This is an optimization exercise on Yosys and OpenROAD, whose aim is small area, a short achievable clock period and few clock cycles per item, not a production implementation. No run shown here included a check of the RTL's function; only the layout flow was run. Power and IR drop assume default switching activity.

## flow/design.v (module list and top-level ports; edited modules follow where they fit)
// module flow_hash: 914 lines
module flow_hash (
    input  wire         clk,
    input  wire         rst,         
    input  wire         in_valid,
    output wire         in_ready,
    input  wire [1:0]   in_op,       
    input  wire [3:0]   in_len,      
    input  wire         in_frag,     
    input  wire [31:0]  in_seed,
    input  wire [511:0] in_words,    
    output wire         out_valid,
    input  wire         out_ready,
    output wire [31:0]  out_hash
);
  // ...
==> flow/flow/run.sh <==
#!/bin/bash
# Own layout flow: the standard layout (standard.sh: ORFS synthesis to
# final layout, unchanged), except that the port buffers that global
# placement inserts on every input and output are the platform's smallest
# plain buffer (buf_1) instead of the clkdlybuf4s50_1 delay cell that
# buffer_ports picks by default.  Repair may still resize them.
set -euo pipefail
export BUFFER_PORTS_ARGS="-buffer_cell sky130_fd_sc_hd__buf_1"
bash standard.sh finish > standard_flow.log 2>&1
==> flow/standard.sh <==
#!/bin/bash
# synth_recipe.tcl (not shown) runs the flow's synth.tcl, then flattens the netlist and writes it again
# the make line also repeats each setting of config.mk as NAME=value (left out here)
make -C /OpenROAD-flow-scripts/flow DESIGN_CONFIG=/design/flow/config.mk WORK_HOME=/design/flow/orfs CLKGATE_MAP_FILE= SYNTH_SCRIPT=/design/flow/synth_recipe.tcl "${@:-finish}"
==> flow/config.mk <==
export PLATFORM = sky130hd
export DESIGN_NAME = flow_hash
export DESIGN_NICKNAME = flow_hash
export VERILOG_FILES = /design/flow/design.v
export SDC_FILE = /design/flow/constraint.sdc
export NUM_CORES = 4
export LEC_CHECK = 0
export CAP_MARGIN = 20
export CORE_MARGIN = 2
export CORE_UTILIZATION = 40
export SETUP_SLACK_MARGIN = 4.0
export SLEW_MARGIN = 20
export TNS_END_PERCENT = 0
==> flow/constraint.sdc <==
create_clock -name core_clock -period 8.0 [get_ports {clk}]
set_input_delay 1.6000 -clock core_clock [delete_from_list [all_inputs] [get_ports {clk}]]
set_output_delay 1.6000 -clock core_clock [all_outputs]
set_load 0.01 [all_outputs]
==> impl_metrics.json, run 1 <==
{
  "status": "timing/DRC/antenna clean",
  "dp.cells": 4502,
  "n_antenna_cell": 2,
  "slew_headroom_pct": 27.9,
  "grt_start_max_net_pins": 77,
  "multi_input_cells": 2642,
  "seq_cells": 103,
  "tightest_slew_ns": 1.08,
  "drc": 0,
  "multi_input_area_um2": 21300,
  "max_stage_delay_ns": 0.47,
  "finalWirelength_um": 111000,
  "pg_clk_mw": 0.480,
  "slowest_stage": "nand3_2",
  "portBuffers": 588,
  "drive_above_1_share_pct": 7.02,
  "fin_nets": 4598,
  "cp_cell_sequence": "buf_4 > buf_4 > nor2_1 > nand3_2 > buf_4 > nand2_1 > xor2_1 > xnor2_1 > xor2_1 > xnor2_1 > or2_2 > o32a_1 > o211ai_1",
  "cp.arrival_ns": 4.97,
  "finalClockSkew_ns": 0.0192,
  "syn_area_um2": 25400,
  "wl_met2_um": 51000,
  "fp.dieH_um": 256,
  "stdcell_count": 4567,
  "swShare_pct": 51.0,
  "tritoncts": "done",
  "top_usage_layer": "met2",
  "p_comb_mw": 13.1,
  "synth_cell_types": 81,
  "rows": 92,
  "min_from": "v2",
  "power.internal_mw": 7.64,
  "path_depth": 13,
  "place_ws_ns": 2.16,
  "fin_ws_ns": 3.27,
  "power.density_nw_per_um2": 521,
  "setup.worst_path.class": "in -> reg",
  "wl_met3_um": 7530,
  "p_sw_mw": 7.93,
  "reg_top3": "g1: 32 flops, res: 32 flops, y2: 32 flops"
}
==> run 2: changes to the inputs <==
--- a/flow/config.mk
+++ b/flow/config.mk
@@ -9,5 +9,3 @@
 export CORE_MARGIN = 2
 export CORE_UTILIZATION = 40
-export SETUP_SLACK_MARGIN = 4.0
 export SLEW_MARGIN = 20
-export TNS_END_PERCENT = 0
==> impl_metrics.json, run 2 <==
{
  "syn_area_um2": 25400,
  "crit_family": "compound AO/OA/AOI/OAI gates",
  "cp_common_cell": "o21ai_1",
  "setup_tns_ns": 0,
  "p_leak_nw": 11.9,
  "mostFrequentLayoutCells": "buf_1, xnor2_1, nand2_1",
  "reg2reg_depth": 16,
  "htree_levels": 3,
  "regToRegSetupSlack_ns": 2.11,
  "ir_drop_uv": 589,
  "yosysSeqAreaShare_pct": 12.1,
  "numCtsBuffers": 9,
  "final_common_cell": "buf_1",
  "ys_warn_count": 1,
  "viasPerCell": 5.53,
  "timing.hold.ws_ns": 0.501,
  "cts_buffer_depth": 2,
  "cts_hold_buf": 0,
  "portBuffers": 588,
  "clock-sinks": 103,
  "initial_core_util_pct": 40.4,
  "tritoncts": "done",
  "syn_to_final_growth_pct": 13.2,
  "grt_pass1_vias": 24100,
  "reg_top3": "g1: 32 flops, res: 32 flops, y2: 32 flops",
  "syn_inst": 3172,
  "status": "timing/DRC/antenna clean",
  "crit_fanout": 35,
  "drive_above_1_share_pct": 3.59,
  "avgSynthCellArea_um2": 8.00,
  "root_buffer": "clkbuf_16",
  "insertion_delay_ns": 0.40,
  "path_depth": 16,
  "ys_seq_elements": 103,
  "cp.arrival_ns": 6.02,
  "num_vias": 25000,
  "crit_start": "n1[1]",
  "fp.dieH_um": 256,
  "drv_slew": 0,
  "ys_dominant_reg_cell": "edfxtp_1",
  "wl_per_cell_um": 24.2,
  "postCtsSetupBuffers": 0,
  "yosys.area.top_type": "xnor2_1",
  "globalRouteTotalUtil_pct": 32.3,
  "cp-start-kind": "register",
  "finalClockSkew_ns": 0.0214,
  "setup.worst_path.class": "reg -> reg",
  "overflow": 0,
  "worstHoldPathType": "reg -> reg",
  "timing.rr.start": "n1[1]",
  "rows": 92,
  "grt_start_max_net_pins": 76,
  "path_buf_inv": 1,
  "rsz0062_at_grt": "false",
  "cp_cell_sequence": "buf_4 > mux4_2 > a22oi_1 > nand3_1 > fa_1 > ha_1 > o21ai_1 > nand2b_1 > a221oi_1 > o21ai_0 > a221o_1 > a41o_1 > a221oi_2 > o21a_1 > o21ai_1 > xor2_1",
  "cp-end-kind": "register",
  "place_congestion": 1.06,
  "synth_nets": 4056,
  "dr.pass1.iters": 5,
  "drtAntennaViolNets": 0,
  "drc": 0,
  "finalWirelength_um": 109000,
  "cts_resized": 0,
  "clkTransAtPathRegs_ns": 0.10,
  "antenna_found_initial": 3,
  "core_um2": 62900,
  "finalCritPeriodShare_pct": 73.6,
  "timing.rr.end": "y2[29]",
  "die_x_um": 256,
  "power.density_nw_per_um2": 524,
  "fmax_ghz": 0.170,
  "max_stage_delay_ns": 0.88,
  "fin_nets": 4553,
  "grt_pass1_wl_um": 158000,
  "finalHoldViolCount": 0,
  "synth.area.top_cells": "xnor2_1, ha_1, edfxtp_1",
  "tightest_slew_ns": 1.09,
  "crit_path_end": "y2[29]",
  "yosysTopAreaCellShare_pct": 16.8,
  "async_reset_ff_share_pct": 0,
  "synth_cell_types": 81,
  "die_area_um2": 65400,
  "crit_required_ns": 8.13,
  "dr.first_iter.drc_count": 2154,
  "layout_min_cycle_time_ns": 5.89,
  "yosys.cell_count.top_type": "xnor2_1",
  "dpl.hpwl_um": 95700,
  "drv_cap": 0,
  "ys_top_cells_by_count": "xnor2_1, nand2_1, inv_1",
  "io_pins": 589,
  "synth_edf_count": 100,
  "setup_viol": 0,
  "slowest_stage": "edfxtp_1",
  "slew_headroom_pct": 27.4
}
-- run 2: cell counts after synthesis --
Identical to the previous run, type by type.
-- run 2: tightest hold or removal path, cell delays in order (launching register included) --
cell and delay (ns):
dfxtp_1 0.33, mux2i_1 0.07, nor2_1 0.07
-- run 2: worst min path at each step --
stage               cells past startpoint  startpoint  slack (ns)  endpoint
finish                                  2          v1        0.50        v2
global route                            2          v2        0.52        ov
CTS                                     2          v2        0.49        ov
detailed placement                      2          v2        0.47        ov
global placement                        2          v2        0.46        ov
floorplan                               2          v2        0.44        ov
-- run 2: per-layer routing --
layer / track usage (%) / up-vias / share of wire (%) / wire length, um
met5: 0 / - / 0.012 / 13
met4: 19.6 / 2 / 6.8 / 7400
met3: 4.20 / 231 / 6.6 / 7190
met2: 53.1 / 1148 / 46 / 50400
met1: 40.4 / 11700 / 41 / 44500
li1: - / 11900 / - / -
-- run 2: per-stage QoR --
| step | power, mW | cells | util [%] | area (um^2) | setup WS (ns) |
|---|---|---|---|---|---|
| after detailed placement | 14.5 | 4504 | 45.2 | 28400 | 1.95 |
| after global routing | 16.4 | 4521 | 45.7 | 28700 | 1.65 |
| after floorplan | 11.3 | 3172 | - | 25400 | 2.65 |
| after CTS | 15.1 | 4520 | 45.7 | 28700 | 2.14 |
| final | 15.1 | 4526 | 45.7 | 28700 | 2.11 |
| after global placement | 14.4 | 4504 | 45.2 | 28400 | 2.03 |
-- run 2: area by class of cell --
| class | count | area (um^2) |
|---|---|---|
| inverters | 292 | 1100 |
| fillers | 6633 | 34100 |
| repair buffers | 621 | 2470 |
| multi-input cells | 2642 | 20700 |
| diodes | 6 | 15.0 |
| clock buffers | 9 | 225 |
| clock inverters | 7 | 93.8 |
| flip-flops and latches | 103 | 3060 |
| well taps | 846 | 1060 |
-- run 2: cells by family after synthesis --
group                      count (synthesis)  share of synthesized area (%)
and+or+nand+nor                          900                           16.8
xor gates and xnor gates                 698                           24.1
AOI/OAI and AO/OA                        599                           17.0
buffers and inverters                    427                           6.48
adders and majority gates                329                           17.9
muxes                                    116                           5.68
DFF                                      103                           12.1
-- run 2: power by group --
group          switching [mW]  total [mW]  internal (mW)  leakage (nW)
sequential              0.251        2.01           1.76          1.08
combinational            7.31        12.6           5.27          10.6
clock                   0.257       0.484          0.228         0.154
total                    7.81        15.1           7.25          11.9
==> run 3: changes to the inputs <==
--- a/flow/config.mk
+++ b/flow/config.mk
@@ -9,3 +9,5 @@
 export CORE_MARGIN = 2
 export CORE_UTILIZATION = 40
+export SETUP_SLACK_MARGIN = 4.0
 export SLEW_MARGIN = 20
+export TNS_END_PERCENT = 100
==> impl_metrics.json, run 3 <==
{
  "status": "timing/DRC/antenna clean",
  "grt_start_max_net_pins": 69,
  "fin_ws_ns": 3.32,
  "antenna_found_initial": 6,
  "grt_pass1_vias": 25700,
  "cts_buffer_depth": 2,
  "setup_viol": 0,
  "wl_per_cell_um": 25.5,
  "rows": 92,
  "p_leak_nw": 13.6,
  "htree_levels": 3,
  "syn_inst": 3172,
  "yosysSeqAreaShare_pct": 12.1,
  "dr.pass1.iters": 7,
  "ir_drop_uv": 797,
  "syn_area_um2": 25400,
  "fp.dieH_um": 256,
  "min_from": "v2",
  "synth_cell_types": 81,
  "holdPathEnd": "ov",
  "timing.rr.end": "y2[23]",
  "drv_slew": 0,
  "numCtsBuffers": 9,
  "setup.worst_path.class": "reg -> reg",
  "met3_usage_pct": 3.95,
  "mostFrequentLayoutCells": "buf_1, xnor2_1, nand2_1",
  "cp-start-kind": "register",
  "ys_top_cells_by_count": "xnor2_1, nand2_1, inv_1",
  "crit_required_ns": 8.13,
  "finalWirelength_um": 119000,
  "place_ws_ns": 1.65,
  "cp_cell_sequence": "buf_6 > buf_4 > bufbuf_16 > o21ai_4 > nor2_1 > nor2_1 > nand2_1 > a21bo_4 > fa_1 > ha_2 > a21oi_1 > o21ai_1 > a21oi_2 > o21ai_2 > a221o_1 > a41o_1 > a221oi_4 > buf_4 > o211ai_1 > a21o_1 > xor2_1",
  "top_usage_layer": "met2",
  "final_common_cell": "buf_1",
  "power_mw": 18.3,
  "yosys.cell_count.top_type": "xnor2_1",
  "drtAntennaViolNets": 0,
  "drive_above_1_share_pct": 15.2,
  "die_x_um": 256,
  "dr.first_iter.drc_count": 2588,
  "worstHoldPathCells": 2,
  "dpl.hpwl_um": 97100,
  "synth_edf_count": 100,
  "ys_dominant_reg_cell": "edfxtp_1",
  "crit_family": "compound AO/OA/AOI/OAI gates",
  "grt_pass1_wl_um": 169000,
  "yosys.area.top_type": "xnor2_1",
  "reg2reg_depth": 21,
  "ys_warn_count": 1,
  "rsz0062_at_grt": "true",
  "initial_core_util_pct": 40.4,
  "slew_headroom_pct": 33.1,
  "use_met2_pct": 58.5,
  "cp-end-kind": "register",
  "drc": 0,
  "globalRouteTotalUtil_pct": 34.7,
  "yosysTopAreaCellShare_pct": 16.8,
  "place_congestion": 1.06,
  "core_um2": 62900,
  "viasPerCell": 5.66,
  "layout_min_cycle_time_ns": 4.68,
  "clock-sinks": 103,
  "syn_to_final_growth_pct": 29.4,
  "setup_tns_ns": 0,
  "met1_usage_pct": 42.7,
  "finalClockSkew_ns": 0.0200,
  "max_stage_delay_ns": 0.43,
  "cts_hold_buf": 0,
  "finalCritPeriodShare_pct": 58.5,
  "cp.arrival_ns": 4.81,
  "power.density_nw_per_um2": 559,
  "tightest_slew_ns": 1.00,
  "root_buffer": "clkbuf_16",
  "finalHoldViolCount": 0,
  "worstHoldPathType": "reg -> reg",
  "overflow": 0,
  "fin_nets": 4711,
  "die_area_um2": 65400,
  "clkTransAtPathRegs_ns": 0.09,
  "crit_fanout": 18,
  "synth_nets": 4056,
  "insertion_delay_ns": 0.39,
  "timing.rr.start": "n1[0]",
  "reg_top3": "g1: 32 flops, res: 32 flops, y2: 32 flops",
  "avgSynthCellArea_um2": 8.00,
  "fmax_ghz": 0.214,
  "slowest_stage": "edfxtp_1",
  "ys_seq_elements": 103,
  "tritoncts": "done",
  "num_vias": 26500,
  "portBuffers": 588,
  "drv_cap": 0,
  "regToRegSetupSlack_ns": 3.32,
  "async_reset_ff_share_pct": 0,
  "io_pins": 589,
  "synth.area.top_cells": "xnor2_1, ha_1, edfxtp_1",
  "path_buf_inv": 4
}
run 3: cell count changes in the layout (fill, tap and decap cells not counted), moves of 18 or more:
cell      before  now
xnor2_1      488  442
mux2i_1       81   63
o31ai_1       83   59
o311ai_0      29   10
o21ai_0       47   26
buf_6          0   24
ha_1         273  237
buf_4         32  122
ha_4           0   31
xnor2_2        0   45
o31ai_4        0   21
run 3: power by group:
part / switching, mW / total [mW] / internal [mW]
sequential: 0.254 / 2.01 / 1.76
clock: 0.246 / 0.472 / 0.226
combinational: 8.56 / 15.9 / 7.30
total: 9.06 / 18.3 / 9.28
run 3: layer usage:
layer	wire [um]	up-vias
met2	55500	1354
met4	9060	0
met3	9130	344
li1	-	12300
met5	0	-
met1	45600	12600
run 3: logic make-up after synthesis:
kind of cell | after synthesis | share of synthesized area [%]
compound gates | 599 | 17.0
xor+xnor | 698 | 24.1
fa+ha+maj | 329 | 17.9
buf+inv | 427 | 6.48
flops | 103 | 12.1
mux | 116 | 5.68
simple gates | 900 | 16.8
run 3: metrics by stage:
stage / hold WS (ns) / instances / util (%) / instance area, um^2
6_report: 0.473 / 4685 / 52.2 / 32800
5_1_grt: 0.528 / 4679 / 52.2 / 32800
4_1_cts: 0.480 / 4646 / 50.9 / 32000
2_1_floorplan: 0.440 / 3172 / - / 26000
3_3_place_gp: 0.454 / 4501 / 45.7 / 28700
3_5_place_dp: 0.460 / 4501 / 45.7 / 28700
run 3: final cells by class:
type | instances | area (um^2)
Antenna cell | 7 | 17.5
Timing Repair inverter | 1 | 5.00
Tap cell | 846 | 1060
Clock inverter | 7 | 86.3
Fill cell | 6129 | 30000
Clock buffer | 9 | 225
Sequential cell | 103 | 3060
Inverter | 292 | 1110
Multi-Input combinational cell | 2643 | 22800
Timing Repair Buffer | 777 | 4480
run 3: what timing repair did:
item,4_1_cts,5_1_grt
pin swaps,139,105
gates resized for setup,314,102
endpoints found under the setup margin,63,63
buffers inserted,108,26
gates cloned,21,6
run 3: how the worst max path moves through the flow:
stage,start,to,cells after the start
5_1_grt,n1[1],y2[23],21
2_1_floorplan,n1[1],y2[25],21
4_1_cts,n1[0],y2[30],19
3_3_place_gp,in_frag,g1[17],16
3_5_place_dp,in_frag,g1[19],16
6_report,n1[0],y2[23],21
run 3: worst min-delay path: stages (launching register included):
cell	delay, ns
dfxtp_1	0.33
nor2_1	0.05
nor2_1	0.06
==> run 4: changes to the inputs <==
--- a/flow/config.mk
+++ b/flow/config.mk
@@ -8,6 +8,6 @@
 export CAP_MARGIN = 20
 export CORE_MARGIN = 2
-export CORE_UTILIZATION = 40
-export SETUP_SLACK_MARGIN = 4.0
+export CORE_UTILIZATION = 55
+export SETUP_SLACK_MARGIN = 3.6
 export SLEW_MARGIN = 20
 export TNS_END_PERCENT = 100
==> impl_metrics.json, run 4 <==
{
  "synth_cell_types": 81,
  "drtAntennaViolNets": 0,
  "synth-xor-area-share_pct": 24.1,
  "synth.area.top_cells": "xnor2_1, ha_1, edfxtp_1",
  "crit_required_ns": 8.14,
  "portBuffers": 588,
  "dr.first_iter.drc_count": 4741,
  "num_vias": 29700,
  "nFillCells": 3554,
  "core_um2": 45500,
  "cts_hold_buf": 0,
  "finalClockSkew_ns": 0.0235,
  "drive_above_1_share_pct": 14.8,
  "reg2reg_depth": 18,
  "dr.pass1.iters": 22,
  "yosysSeqAreaShare_pct": 12.1,
  "grt_start_max_net_pins": 58,
  "yosys.cell_count.top_type": "xnor2_1",
  "grt_pass1_wl_um": 177000,
  "viasPerCell": 6.71,
  "cp-start-kind": "register",
  "finalWirelength_um": 134000,
  "async_reset_ff_share_pct": 0,
  "min_from": "v2",
  "synth_compound_area_share_pct": 17.0,
  "fp.dieH_um": 219,
  "io_pins": 589,
  "p_leak_nw": 13.5,
  "fmax_ghz": 0.197,
  "rsz0062_at_grt": "true",
  "muxShareOfSynthArea_pct": 5.68,
  "place_congestion": 1.13,
  "use_met2_pct": 77.7,
  "power_mw": 17.9,
  "fin_ws_ns": 2.93,
  "synth_nets": 4056,
  "grt_pass1_vias": 27500,
  "mostFrequentLayoutCells": "buf_1, xnor2_1, nand2_1",
  "setup_tns_ns": 0,
  "antenna_found_initial": 27,
  "clkTransAtPathRegs_ns": 0.09,
  "top_usage_layer": "met2",
  "ir_drop_uv": 1480,
  "worstHoldPathType": "reg -> reg",
  "drc": 0,
  "timing.hold.ws_ns": 0.503,
  "timing.rr.end": "y2[21]",
  "tritoncts": "done",
  "synthAdderAreaFrac_pct": 17.9,
  "ys_top_cells_by_count": "xnor2_1, nand2_1, inv_1",
  "final_common_cell": "buf_1",
  "htree_levels": 3,
  "ys_dominant_reg_cell": "edfxtp_1",
  "worstHoldPathCells": 2,
  "met1_usage_pct": 57.6,
  "met3_usage_pct": 16.5,
  "timing.rr.start": "g1[7]",
  "synth_top_family_by_area": "XOR/XNOR gates",
  "syn_to_final_growth_pct": 27.0,
  "yosys.area.top_type": "xnor2_1",
  "drv_cap": 0,
  "cts_buffer_depth": 2,
  "crit_fanout": 5,
  "avgSynthCellArea_um2": 8.00,
  "drv_slew": 0,
  "die_area_um2": 47900,
  "ys_seq_elements": 103,
  "overflow": 0,
  "finalHoldViolCount": 0,
  "reg_top3": "g1: 32 flops, res: 32 flops, y2: 32 flops",
  "power.density_nw_per_um2": 555,
  "clock-sinks": 103,
  "die_x_um": 219,
  "layout_min_cycle_time_ns": 5.07,
  "slew_headroom_pct": 5.94,
  "syn_area_um2": 25400,
  "root_buffer": "clkbuf_16",
  "synth-simple-area-share_pct": 16.8,
  "rows": 78,
  "syn_inst": 3172,
  "numCtsBuffers": 9,
  "synth_edf_count": 100,
  "setup_viol": 0,
  "place_ws_ns": 1.90,
  "status": "timing/DRC/antenna clean",
  "finalCritPeriodShare_pct": 63.4,
  "setup.worst_path.class": "reg -> reg",
  "initial_core_util_pct": 55.8,
  "final_util_pct": 70.8,
  "cp-end-kind": "register",
  "wl_per_cell_um": 30.2,
  "dpl.hpwl_um": 101000,
  "insertion_delay_ns": 0.38,
  "yosysTopAreaCellShare_pct": 16.8,
  "holdPathEnd": "ov",
  "regToRegSetupSlack_ns": 2.93,
  "ys_warn_count": 1,
  "fin_nets": 4693,
  "globalRouteTotalUtil_pct": 51.1,
  "tightest_slew_ns": 1.40,
  "cp.arrival_ns": 5.21
}
[run 4: stage by stage]
step | cells | cell area (um^2)
4_1_cts | 4357 | 30500
5_1_grt | 4421 | 32200
6_report | 4431 | 32200
3_5_place_dp | 4252 | 28300
3_3_place_gp | 4252 | 28300
2_1_floorplan | 3172 | 25800
[run 4: how the worst max path moves through the flow]
stage                     startpoint  cells past startpoint  endpoint
after global routing           n1[1]                     21    y2[21]
after CTS                      n1[0]                     19    y2[21]
after global placement       in_frag                     15    g1[27]
after floorplan                n1[1]                     21    y2[25]
after detailed placement     in_frag                     15    g1[27]
final                          g1[7]                     18    y2[21]
[run 4: layout make-up]
| class | instances | area, um^2 | area share, % |
|---|---|---|---|
| clock buffer | 10 | 229 | 0.711 |
| antenna | 17 | 42.5 | 0.132 |
| timing repair buffer | 752 | 4260 | 13.2 |
| tap | 600 | 751 | 2.33 |
| clock inverter | 6 | 43.8 | 0.136 |
| sequential | 103 | 3060 | 9.51 |
| multi-input combinational | 2651 | 22700 | 70.5 |
| inverter | 292 | 1120 | 3.47 |
[run 4: worst max-delay path, cell delays in order (launching register included)]
cell      delay (ns)
edfxtp_1        0.67
mux4_2          0.59
mux2i_2         0.26
nand2_1         0.14
nand2_2         0.12
inv_2           0.05
fa_1            0.58
ha_4            0.23
o21ai_2         0.07
nand2b_1        0.13
a221oi_2        0.40
o21ai_2         0.12
a221o_1         0.32
a41o_2          0.29
a221oi_4        0.34
buf_4           0.18
o21bai_1        0.10
a21oi_2         0.16
xnor2_1         0.08
[run 4: kinds of logic (layout without fill, tap and decap cells)]
kind of cell,after synthesis,after routing
flops,103,103
buf+inv,427,1060
xor+xnor,698,698
mux,116,116
other cells,0,17
simple gates,900,904
fa+ha+maj,329,329
compound gates,599,604
[run 4: metal layers]
layer	share of wire (%)	wire length, um
met5	0.15	195
met4	11	15200
met3	15	19600
met2	41	55400
met1	33	43700
[run 4: timing repair]
action / in CTS / in global routing
pin swaps: 55 / 120
setup buffers: 72 / 42
setup endpoints to repair: 55 / 49
gates cloned: 17 / 15
resized for setup: 246 / 224
[run 4: where the power goes]
part           switching [mW]  internal [mW]  leakage, nW  total, mW
combinational            8.81           6.50         12.2       15.3
clock                   0.234          0.214        0.133      0.448
sequential              0.359           1.76         1.08       2.11
total                    9.40           8.47         13.5       17.9

## port drivers added, routing unchanged
The results above use ideal ports. As a check the final layouts listed here were re-extracted and re-timed, cells and wires unchanged.
Step 1: set_driving_cell puts a clkbuf_16 on clk and a buf_2 on each other input, an assumption about the parent block.
Step 2, shift: input delay + t, output delay - t, t = (earliest + latest rising clock arrival at the registers) / 2. This alone moves slack from input paths to output paths.
Slacks: ideal / step 1 / step 2; pairs: ideal / step 1.
run	t (ns)	setup slack, ns	worst setup path at the end	slew at the worst register clock pin (ns)	cell pins on the clock port's net
run 1	0.435	3.271 / 3.301 / 2.866	input to register	0.09 / 0.09	1
run 2	0.431	2.111 / 2.111 / 1.821	input to register	0.10 / 0.10	1
run 3	0.421	3.316 / 3.219 / 2.798	input to register	0.09 / 0.09	1
run 4	0.420	2.927 / 2.927 / 2.609	input to register	0.09 / 0.09	1
After both steps every run listed still meets setup and hold. For run 3, which loses most, drivers alone change the setup slack by -0.097 ns; drivers and shift together by -0.518 ns.
